What follows belongs to an exercise in optimizing a design on an open flow for small area, a short achievable clock period and few clock cycles per item; a production flow would make more cautious choices. Only simulation tests tie the RTL to the original design; equivalence was not proved.

==> flow/design.v <==
module kz_pwl (
    input  wire        clk,
    input  wire        rst,
    input  wire        in_valid,
    output wire        in_ready,
    input  wire [31:0] q,
    input  wire [31:0] xa,
    input  wire [31:0] xb,
    input  wire [31:0] ya,
    input  wire [31:0] yb,
    output wire        out_valid,
    input  wire        out_ready,
    output wire [31:0] y,
    output wire        clip_lo,
    output wire        clip_hi
);
    localparam [1:0] S_IDLE = 2'd0,
                     S_MUL  = 2'd1,
                     S_DIV  = 2'd2,
                     S_DONE = 2'd3;
    reg [1:0] state;
    reg signed [31:0] q_r, xa_r, xb_r, ya_r, yb_r;
    wire signed [32:0] d  = {xb_r[31], xb_r} - {xa_r[31], xa_r};
    wire signed [32:0] dq = {q_r[31], q_r} - {xa_r[31], xa_r};
    wire signed [32:0] dy = {yb_r[31], yb_r} - {ya_r[31], ya_r};
    wire signed [66:0] n  = ya_r * d + dq * dy;
    wire        [66:0] n_abs = n[66] ? -n : n;
    wire        [68:0] num = {n_abs, 1'b0} + {36'd0, d};
    wire        [33:0] den = {d, 1'b0};
    reg  [35:0] rem;
    reg  [33:0] dvd;       
    reg  [33:0] quo;
    reg  [33:0] den_r;
    reg  [5:0]  cnt;
    reg         neg;
    reg  [31:0] y_r;
    reg         clo_r, chi_r;
    wire [35:0] rem_sh  = {rem[34:0], dvd[33]};
    wire        rem_ge  = rem_sh >= {2'b00, den_r};
    wire [33:0] quo_next = {quo[32:0], rem_ge};
    wire [33:0] res_mag  = quo_next;
    wire [33:0] res      = neg ? -res_mag : res_mag;
    always @(posedge clk) begin
        if (rst) begin
            state <= S_IDLE;
        end else begin
            case (state)
                S_IDLE: if (in_valid) begin
                    q_r  <= q;
                    xa_r <= xa;
                    xb_r <= xb;
                    ya_r <= ya;
                    yb_r <= yb;
                    state <= S_MUL;
                end
                S_MUL: begin
                    if (q_r < xa_r) begin
                        y_r   <= ya_r;
                        clo_r <= 1'b1;
                        chi_r <= 1'b0;
                        state <= S_DONE;
                    end else if (q_r > xb_r) begin
                        y_r   <= yb_r;
                        clo_r <= 1'b0;
                        chi_r <= 1'b1;
                        state <= S_DONE;
                    end else begin
                        clo_r <= 1'b0;
                        chi_r <= 1'b0;
                        neg   <= n[66];
                        rem   <= {1'b0, num[68:34]};
                        dvd   <= num[33:0];
                        den_r <= den;
                        quo   <= 34'd0;
                        cnt   <= 6'd0;
                        state <= S_DIV;
                    end
                end
                S_DIV: begin
                    rem <= rem_ge ? rem_sh - {2'b00, den_r} : rem_sh;
                    dvd <= {dvd[32:0], 1'b0};
                    quo <= quo_next;
                    cnt <= cnt + 6'd1;
                    if (cnt == 6'd33) begin
                        y_r   <= res[31:0];
                        state <= S_DONE;
                    end
                end
                S_DONE: if (out_ready) state <= S_IDLE;
                default: state <= S_IDLE;
            endcase
        end
    end
    assign in_ready  = (state == S_IDLE);
    assign out_valid = (state == S_DONE);
    assign y         = y_r;
    assign clip_lo   = clo_r;
    assign clip_hi   = chi_r;
endmodule
==> flow/run.sh <==
#!/bin/bash
# synth_recipe.tcl (not shown) runs the flow's synth.tcl, then flattens the netlist and writes it again
# the make line also repeats each setting of config.mk as NAME=value (left out here)
make -C /OpenROAD-flow-scripts/flow DESIGN_CONFIG=/design/flow/config.mk WORK_HOME=/design/flow/orfs CLKGATE_MAP_FILE= SYNTH_SCRIPT=/design/flow/synth_recipe.tcl finish
==> flow/config.mk <==
export PLATFORM = sky130hd
export DESIGN_NAME = kz_pwl
export DESIGN_NICKNAME = kz_pwl
export VERILOG_FILES = /design/flow/design.v
export SDC_FILE = /design/flow/constraint.sdc
export NUM_CORES = 4
export LEC_CHECK = 0
export CAP_MARGIN = 20
export CORE_MARGIN = 2
export CORE_UTILIZATION = 40
export SLEW_MARGIN = 20
==> flow/constraint.sdc <==
create_clock -name core_clock -period 22.0 [get_ports {clk}]
set_input_delay 4.4000 -clock core_clock [delete_from_list [all_inputs] [get_ports {clk}]]
set_output_delay 4.4000 -clock core_clock [all_outputs]
set_load 0.01 [all_outputs]
==> impl_metrics.toml <==
[timing]
hold_viol = 0
fin_ws_ps = 1920
setup_viol = 0
maxSlewHeadroom_pct = 16.0
tns_ps = 0
period_minus_slack_ps = 20080
timing.fmax_mhz = 49.8
worstMarginPinSlew_ps = 1250
finalMaxSlewViolations = 0
holdWs_ps = 529
period_share_pct = 91.3
fin_skew_ps = 43.0
rsz0062_at_grt = "false"

[clocking]
cts.htree.levels = 2
cts_hold_buf = 0
clock_path_buffers = 3
post_cts_buffers = 0
clk_pin_slew_ps = 60
cts_resized = 0
numClockSinks = 336
clock_latency_ps = 710
root_buffer = "clkbuf_16"
cts_tree = "done"
cts-buffers-inserted = 43

[layout]
drive_gt1_share_pct = 4.31
nFillCells = 24303
syn_to_final_growth_pct = 8.26
final_core_util_pct = 43.4
regArea_um2 = 10100
nets = 13783
multi_input_area_um2 = 80200

[detailed_routing]
drt_first_iter_violations = 6892
wire_per_inst_um = 24.3
drt_pass1_iterations = 6
antenna_left = 0
via_count = 75119
via_per_inst = 5.35
wirelength_um = 341000
drcViolationCount = 0

[logic_synthesis]
yosys-top-cells-area = "fa_1, edfxtp_1, inv_1"
ys_warn_count = 1
synth_common_cells = "inv_1, fa_1, nand2_1, ha_1, nor2_1"
synth_enable_flop_cells = 334
synth-seq-cells = 336
synth_cell_types = 98
synth.largest_area_cell = "fa_1"
ys.flop_type = "edfxtp_1"
yosysTopAreaCellShare_pct = 48.8
synth_seq_area_share_pct = 10.0
avgSynthCellArea_um2 = 9.38
synth_area_um2 = 100000
syn_inst = 10715
yosysMostFrequentCell = "inv_1"
async_flop_share_pct = 0
synth_nets = 13833

[hold_path]
worstHoldStart = "dvd[10]"
hold_path.class = "reg2reg"

[floorplan]
coreArea_um2 = 250000
io-pin-count = 200
fp.dieH_um = 505
rows = 184
dieArea_um2 = 255000
die_x_um = 505
start_util_pct = 40.1

[global_route]
first_global_vias = 81088
track_usage_pct = 27.3
grt_start_max_net_pins = 157
grt_overflow = 0
antenna_found_initial = 14
grt_first_pass_wirelength_um = 520000

[worst_setup_path]
crit_top_cell = "fa_1"
worstPathRequired_ps = 22460
worst_ep_arrival_time_ps = 20540
r2r-start = "q_r[0]"
worstSetupStartpointType = "flip-flop"
slowest_stage = "a21o_1"
slowest_delay_ps = 830
crit_start = "q_r[0]"
cp_max_fo = 26
critical_path_class = "reg2reg"
end_kind = "flip-flop"

[place]
place.gp.congestion = 0.958
hpwlAfterDp_um = 285000
pre_cts_slack_ps = 1950
portBuffers = 199

[flow_run]
maxCapViolations = 0

[run_status]
status = "no timing/DRC/antenna violations"
metal layers:
| metal | GRT usage [%] | vias to the layer above | part of all wire [%] |
|---|---|---|---|
| li1 | - | 31881 | - |
| met1 | 38.1 | 38844 | 41 |
| met2 | 40.8 | 3767 | 43 |
| met3 | 6.51 | 619 | 11 |
| met4 | 10.7 | 8 | 4.8 |
| met5 | 0.282 | - | 0.042 |
cell families (layout without fill, tap and decap cells):
family	after synthesis	count (layout)	synth area share (%)
and+or+nand+nor	3106	3106	14.1
buffers and inverters	2981	2966	11.2
adders and majority gates	2954	2954	55.1
AOI/OAI and AO/OA	931	931	6.02
xor gates and xnor gates	347	347	3.03
DFF	336	336	10.0
muxes	60	60	0.613
other	0	4	0
critical path: cells and delay by family (launching register included):
family / cells / cell delay (ps)
fa+ha+maj: 14 / 7060
compound gates: 25 / 6890
simple gates: 13 / 3670
buf+inv: 9 / 1420
flops: 1 / 380
mux: 1 / 260
xor+xnor: 1 / 110
cell usage in the layout (no fill, tap or decap), types with 16 or more instances in the layout:
| cell | count |
|---|---|
| a211oi_1 | 27 |
| a21boi_0 | 16 |
| a21o_1 | 99 |
| a21oi_1 | 220 |
| a31oi_1 | 37 |
| and2_1 | 438 |
| and3_1 | 43 |
| buf_4 | 197 |
| clkbuf_16 | 43 |
| clkdlybuf4s50_1 | 199 |
| edfxtp_1 | 334 |
| fa_1 | 2450 |
| ha_1 | 502 |
| inv_1 | 2482 |
| mux2i_1 | 48 |
| nand2_1 | 1664 |
| nand2b_1 | 97 |
| nand3_1 | 73 |
| nand4_1 | 47 |
| nor2_1 | 455 |
| nor2b_1 | 54 |
| nor3_1 | 81 |
| nor4_1 | 18 |
| o211ai_1 | 33 |
| o21a_1 | 41 |
| o21ai_0 | 224 |
| o21bai_1 | 37 |
| o31ai_1 | 39 |
| or2_2 | 24 |
| or3_1 | 32 |
| or4_1 | 16 |
| xnor2_1 | 186 |
| xnor2_2 | 54 |
| xor2_1 | 75 |
| xor2_2 | 17 |
worst paths after layout:
| check | to | cells past startpoint | slack (ps) |
|---|---|---|---|
| max | rem[21] | 63 | 1920 |
| min | dvd[11] | 2 | 530 |
| max reg2reg | rem[21] | 63 | 1920 |
| min reg2reg | dvd[11] | 2 | 530 |
sequential cells by signal (all words and copies together), names as in the netlist, 31 cells and up:
signal  count
den_r      33
dvd        34
q_r        32
quo        31
rem        35
xa_r       32
xb_r       32
y_r        32
ya_r       32
yb_r       32
final cells by class:
type	instances	area share (%)
Tap cell	3348	3.85
Multi-Input combinational cell	7398	73.7
Sequential cell	336	9.26
Inverter	2486	8.58
Antenna cell	4	0.00920
Timing Repair Buffer	400	3.27
Clock inverter	26	0.306
Clock buffer	54	1.03
stage by stage:
stage	cell area, um2	cells
finish	109000	14052
global route	109000	14048
CTS	109000	14046
detailed placement	107000	13966
global placement	107000	13965
floorplan	100000	10715
Testbench counts, summed over its fixed seeds: cycles 69,044, items 2,048.

-- port drivers added, routing unchanged --
No port has a modelled driver above. Below, the same layout with a new extraction and two added sets of constraints.
Step 1 sets driving cells, clkbuf_16 on the clock port and buf_2 on the other inputs (assumed; they add their load-dependent delay and slew).
Step 2 times the ports against the registers' clock, not the clock port: input delays grow and output delays shrink by t, the midpoint of the rising clock arrivals with the driver on.
a / b / c = no drivers / after step 1 / after step 2; a / b = the first two.
t (ns): 0.778
slack for setup (ns): 1.917 / 1.917 / 1.917
worst slew at a driven data input, ns: 0.12
After both steps setup and hold are still met in this run. The setup slack of this run moves by 0.000 ns with the drivers and by 0.000 ns with both steps.
